From an optimization exercise on the open Yosys and OpenROAD flow, aimed at small area and a short achievable clock period; shortcuts taken in it are not production practice. The RTL was checked by simulation tests, not by an equivalence proof against the original design. Power is estimated from default activity; no workload was simulated.

==> flow/design.v <==
module bcdec (
    input  wire         clk,
    input  wire         rst,
    input  wire         in_valid,
    input  wire [511:0] data,
    input  wire [63:0]  bpar,
    input  wire [63:0]  cpar,
    output reg          out_valid,
    output wire [511:0] dout,
    output wire [1:0]   kind,
    output wire [2:0]   loc_word,
    output wire [2:0]   loc_byte,
    output wire [2:0]   loc_bit
);
    wire [63:0] bf, cm;
    genvar gi;
    generate
        for (gi = 0; gi < 64; gi = gi + 1) begin : g_par
            bcdec_par9 u_bf (.x({bpar[gi], data[8*gi +: 8]}), .y(bf[gi]));
            bcdec_par9 u_cm (.x({cpar[gi], data[448+gi], data[384+gi], data[320+gi],
                                 data[256+gi], data[192+gi], data[128+gi], data[64+gi],
                                 data[gi]}), .y(cm[gi]));
        end
    endgenerate
    wire ab, mb, ac, mc;
    bcdec_am64 u_amb (.x(bf), .a(ab), .m(mb));
    bcdec_am64 u_amc (.x(cm), .a(ac), .m(mc));
    wire [7:0] one;
    generate
        for (gi = 0; gi < 8; gi = gi + 1) begin : g_one
            bcdec_nor2 u_one (.a(mb), .b(mc), .y(one[gi]));
        end
    endgenerate
    wire       match;
    wire [2:0] iw, ib, ic;
    bcdec_where u_where (.bf(bf), .cm(cm), .match(match), .iw(iw), .ib(ib), .ic(ic));
    reg [511:0] data_q;
    reg [63:0]  bf_q, cm_q;
    reg         ab_q, mb_q, ac_q, mc_q, match_q;
    reg [7:0]   one_q;
    reg [2:0]   iw_q, ib_q, ic_q;
    always @(posedge clk) begin
        if (rst)
            out_valid <= 1'b0;
        else
            out_valid <= in_valid;
        data_q  <= data;
        bf_q    <= bf;
        cm_q    <= cm;
        ab_q    <= ab;
        mb_q    <= mb;
        ac_q    <= ac;
        mc_q    <= mc;
        match_q <= match;
        one_q   <= one;
        iw_q    <= iw;
        ib_q    <= ib;
        ic_q    <= ic;
    end
    wire [63:0] cmg;
    generate
        for (gi = 0; gi < 64; gi = gi + 1) begin : g_cmg
            bcdec_and2 u_cmg (.a(cm_q[gi]), .b(one_q[gi/8]), .y(cmg[gi]));
        end
    endgenerate
    generate
        for (gi = 0; gi < 512; gi = gi + 1) begin : g_fix
            bcdec_fix u_fix (.d(data_q[gi]), .a(bf_q[8*(gi/64) + (gi%64)/8]),
                             .b(cmg[gi%64]), .y(dout[gi]));
        end
    endgenerate
    bcdec_judge u_judge (.ab(ab_q), .mb(mb_q), .ac(ac_q), .mc(mc_q), .match(match_q),
                         .iw(iw_q), .ib(ib_q), .ic(ic_q), .kind(kind),
                         .loc_word(loc_word), .loc_byte(loc_byte), .loc_bit(loc_bit));
endmodule
module bcdec_xor2 (input wire a, input wire b, output wire y);
    assign y = a ^ b;
endmodule
module bcdec_par9 (input wire [8:0] x, output wire y);
    wire [3:0] l1;
    wire [1:0] l2;
    wire       l3;
    bcdec_xor2 u0 (.a(x[0]), .b(x[1]), .y(l1[0]));
    bcdec_xor2 u1 (.a(x[2]), .b(x[3]), .y(l1[1]));
    bcdec_xor2 u2 (.a(x[4]), .b(x[5]), .y(l1[2]));
    bcdec_xor2 u3 (.a(x[6]), .b(x[7]), .y(l1[3]));
    bcdec_xor2 u4 (.a(l1[0]), .b(l1[1]), .y(l2[0]));
    bcdec_xor2 u5 (.a(l1[2]), .b(l1[3]), .y(l2[1]));
    bcdec_xor2 u6 (.a(l2[0]), .b(x[8]), .y(l3));
    bcdec_xor2 u7 (.a(l3), .b(l2[1]), .y(y));
endmodule
module bcdec_fix (input wire d, input wire a, input wire b, output wire y);
    assign y = d ^ (a & b);
endmodule
module bcdec_and2 (input wire a, input wire b, output wire y);
    assign y = a & b;
endmodule
module bcdec_nor2 (input wire a, input wire b, output wire y);
    assign y = ~(a | b);
endmodule
module bcdec_nand2 (input wire a, input wire b, output wire y);
    assign y = ~(a & b);
endmodule
module bcdec_a211oi (input wire a0, input wire a1, input wire b0, input wire b1,
                     output wire y);
    assign y = ~((a0 & a1) | b0 | b1);
endmodule
module bcdec_o211ai (input wire a0, input wire a1, input wire b0, input wire b1,
                     output wire y);
    assign y = ~((a0 | a1) & b0 & b1);
endmodule
module bcdec_am64 (input wire [63:0] x, output wire a, output wire m);
    wire [31:0] n1, f1;
    wire [15:0] a2, m2;
    wire [7:0]  n3, f3;
    wire [3:0]  a4, m4;
    wire [1:0]  n5, f5;
    genvar i;
    generate
        for (i = 0; i < 32; i = i + 1) begin : g_l1
            bcdec_nor2  u_n (.a(x[2*i]), .b(x[2*i+1]), .y(n1[i]));
            bcdec_nand2 u_f (.a(x[2*i]), .b(x[2*i+1]), .y(f1[i]));
        end
        for (i = 0; i < 16; i = i + 1) begin : g_l2
            bcdec_nand2  u_a (.a(n1[2*i]), .b(n1[2*i+1]), .y(a2[i]));
            bcdec_o211ai u_m (.a0(n1[2*i]), .a1(n1[2*i+1]), .b0(f1[2*i]), .b1(f1[2*i+1]),
                              .y(m2[i]));
        end
        for (i = 0; i < 8; i = i + 1) begin : g_l3
            bcdec_nor2   u_n (.a(a2[2*i]), .b(a2[2*i+1]), .y(n3[i]));
            bcdec_a211oi u_f (.a0(a2[2*i]), .a1(a2[2*i+1]), .b0(m2[2*i]), .b1(m2[2*i+1]),
                              .y(f3[i]));
        end
        for (i = 0; i < 4; i = i + 1) begin : g_l4
            bcdec_nand2  u_a (.a(n3[2*i]), .b(n3[2*i+1]), .y(a4[i]));
            bcdec_o211ai u_m (.a0(n3[2*i]), .a1(n3[2*i+1]), .b0(f3[2*i]), .b1(f3[2*i+1]),
                              .y(m4[i]));
        end
        for (i = 0; i < 2; i = i + 1) begin : g_l5
            bcdec_nor2   u_n (.a(a4[2*i]), .b(a4[2*i+1]), .y(n5[i]));
            bcdec_a211oi u_f (.a0(a4[2*i]), .a1(a4[2*i+1]), .b0(m4[2*i]), .b1(m4[2*i+1]),
                              .y(f5[i]));
        end
    endgenerate
    bcdec_nand2  u_a (.a(n5[0]), .b(n5[1]), .y(a));
    bcdec_o211ai u_m (.a0(n5[0]), .a1(n5[1]), .b0(f5[0]), .b1(f5[1]), .y(m));
endmodule
module bcdec_where (
    input  wire [63:0] bf,
    input  wire [63:0] cm,
    output wire        match,
    output wire [2:0]  iw,
    output wire [2:0]  ib,
    output wire [2:0]  ic
);
    reg [7:0] lane_b, lane_c, word_b;
    reg [2:0] rb, rc, rw;
    integer i;
    always @* begin
        lane_b = 8'd0; lane_c = 8'd0; word_b = 8'd0; rb = 3'd0; rc = 3'd0; rw = 3'd0;
        for (i = 0; i < 64; i = i + 1) begin
            lane_b[i%8] = lane_b[i%8] | bf[i];
            word_b[i/8] = word_b[i/8] | bf[i];
            lane_c[i/8] = lane_c[i/8] | cm[i];
            rc = rc | ({3{cm[i]}} & i[2:0]);
        end
        for (i = 0; i < 8; i = i + 1) begin
            rb = rb | ({3{lane_b[i]}} & i[2:0]);
            rw = rw | ({3{word_b[i]}} & i[2:0]);
        end
    end
    assign match = |(lane_b & lane_c);
    assign iw = rw;
    assign ib = rb;
    assign ic = rc;
endmodule
module bcdec_judge (
    input  wire       ab,
    input  wire       mb,
    input  wire       ac,
    input  wire       mc,
    input  wire       match,
    input  wire [2:0] iw,
    input  wire [2:0] ib,
    input  wire [2:0] ic,
    output wire [1:0] kind,
    output wire [2:0] loc_word,
    output wire [2:0] loc_byte,
    output wire [2:0] loc_bit
);
    wire sb    = ab & ~mb;
    wire clean = ~ab & ~ac;
    wire k1    = sb & ac & ~mc & match;
    wire k2    = sb & ~ac;
    assign kind     = {~clean & ~k1, ~clean & ~k2};
    assign loc_word = (k1 | k2) ? iw : 3'd0;
    assign loc_byte = (k1 | k2) ? ib : 3'd0;
    assign loc_bit  = k1 ? ic : 3'd0;
endmodule
clock: 12.0 ns
lec_check: 0
cap_margin: 20
core_area: 5 5 395 395
die_area: 0 0 400 400
slew_margin: 20
synth_hierarchical: 1
synth_minimum_keep_size: 0
standard.sh (not shown) runs the stock make flow with config.mk's settings and CLKGATE_MAP_FILE= SYNTH_SCRIPT=/design/flow/synth_recipe.tcl, a recipe that flattens the netlist after the stock synthesis.
==> flow/flow/run.sh <==
#!/bin/bash
# The standard layout, with the smallest buffers on the ports in place of
# the default delay-cell buffers.
set -euo pipefail
export BUFFER_PORTS_ARGS="-buffer_cell sky130_fd_sc_hd__buf_1"
bash standard.sh > standard_make.log 2>&1
The starting point ran to the end with no violations.
Next try:
Settings changed: CORE_AREA 5 5 395 395 to 5 5 635 155, CTS_BUF_LIST set to sky130_fd_sc_hd__clkbuf_8, CTS_CLUSTER_SIZE set to 24, DIE_AREA 0 0 400 400 to 0 0 640 160.
Utilization rises by 15 points.
First-iteration DRC count grows by 40%.
Sequential power is lower by about 2%.
Area after synthesis stays the same.
Maximum frequency goes down by 1.4%.
Hold slack got worse by 0.031 ns.
Combinational power shrinks by about 3%.
Routed wire length falls by 9.4%.
Via count went up by 0.93%.
Clock power goes down by 30%.
Next try:
==> flow/flow/run.sh (replaced) <==
#!/bin/bash
# The standard layout, with the smallest buffers on the ports in place of
# the default delay-cell buffers. Timing repair aims past the clock period so
# that the layout reaches a shorter period.
set -euo pipefail
export BUFFER_PORTS_ARGS="-buffer_cell sky130_fd_sc_hd__buf_1"
export SETUP_SLACK_MARGIN=7.5
bash standard.sh > standard_make.log 2>&1
The changed run passed the timing, design-rule and antenna checks.
Sequential share of layout area came out lower by 0.77 points.
Area after synthesis stays the same.
Flip-flop and latch count is unchanged.
Setup slack gets better by 0.67 ns.
Non-clock buffer count goes up by 4.
Next try:
--- a/flow/flow/run.sh
+++ b/flow/flow/run.sh
@@ -6,3 +6,3 @@
 export BUFFER_PORTS_ARGS="-buffer_cell sky130_fd_sc_hd__buf_1"
-export SETUP_SLACK_MARGIN=7.5
+export SETUP_SLACK_MARGIN=7.2
 bash standard.sh > standard_make.log 2>&1
Synthesized area is unchanged.
Via count hardly moves.
Final area falls slightly.
Flip-flop and latch count stays the same.
Non-clock buffer count falls by 4.
Next try:
--- a/flow/flow/run.sh
+++ b/flow/flow/run.sh
@@ -6,3 +6,3 @@
 export BUFFER_PORTS_ARGS="-buffer_cell sky130_fd_sc_hd__buf_1"
-export SETUP_SLACK_MARGIN=7.2
+export SETUP_SLACK_MARGIN=7.6
 bash standard.sh > standard_make.log 2>&1
Settings changed: CORE_AREA 5 5 635 155 to 5 5 395 395, CTS_BUF_LIST sky130_fd_sc_hd__clkbuf_8 to unset, CTS_CLUSTER_SIZE 24 to unset, DIE_AREA 0 0 640 160 to 0 0 400 400.
After rerunning: The changed run ran to the end with no violations; clock-buffer cell count came out lower by 11; core utilization fell by 12 points; cell count rose by about a fifth.

-- static timing again, ports no longer ideal --
Ports are ideal in the flow. The routed layouts listed here were re-timed in OpenROAD. Step 1: set_driving_cell puts a clkbuf_16 on clk and a buf_2 on each other input, an assumption about the parent block. Step 2 also shifts input and output timing later by t, the mid clock arrival at the registers, as if the neighbouring blocks saw the same clock. a / b / c = no drivers / after step 1 / after step 2; a / b = the first two.
| run | shift t [ns] | slack for setup (ns) | worst data-port slew with drivers (ns) |
|---|---|---|---|
| the first run | 0.769 | 6.869 / 6.786 / 6.296 | 0.24 |
| the second run | 0.750 | 6.794 / 6.751 / 6.166 | 0.11 |
| the third run | 0.756 | 7.460 / 7.435 / 6.688 | 0.11 |
| the fourth run | 0.749 | 7.185 / 7.182 / 6.443 | 0.11 |
| the fifth run | 0.772 | 7.545 / 7.528 / 6.820 | 0.23 |
After both steps every run listed still meets setup and hold. The setup slack of the third run, which loses most, moves by -0.025 ns with the drivers and by -0.772 ns with both steps.
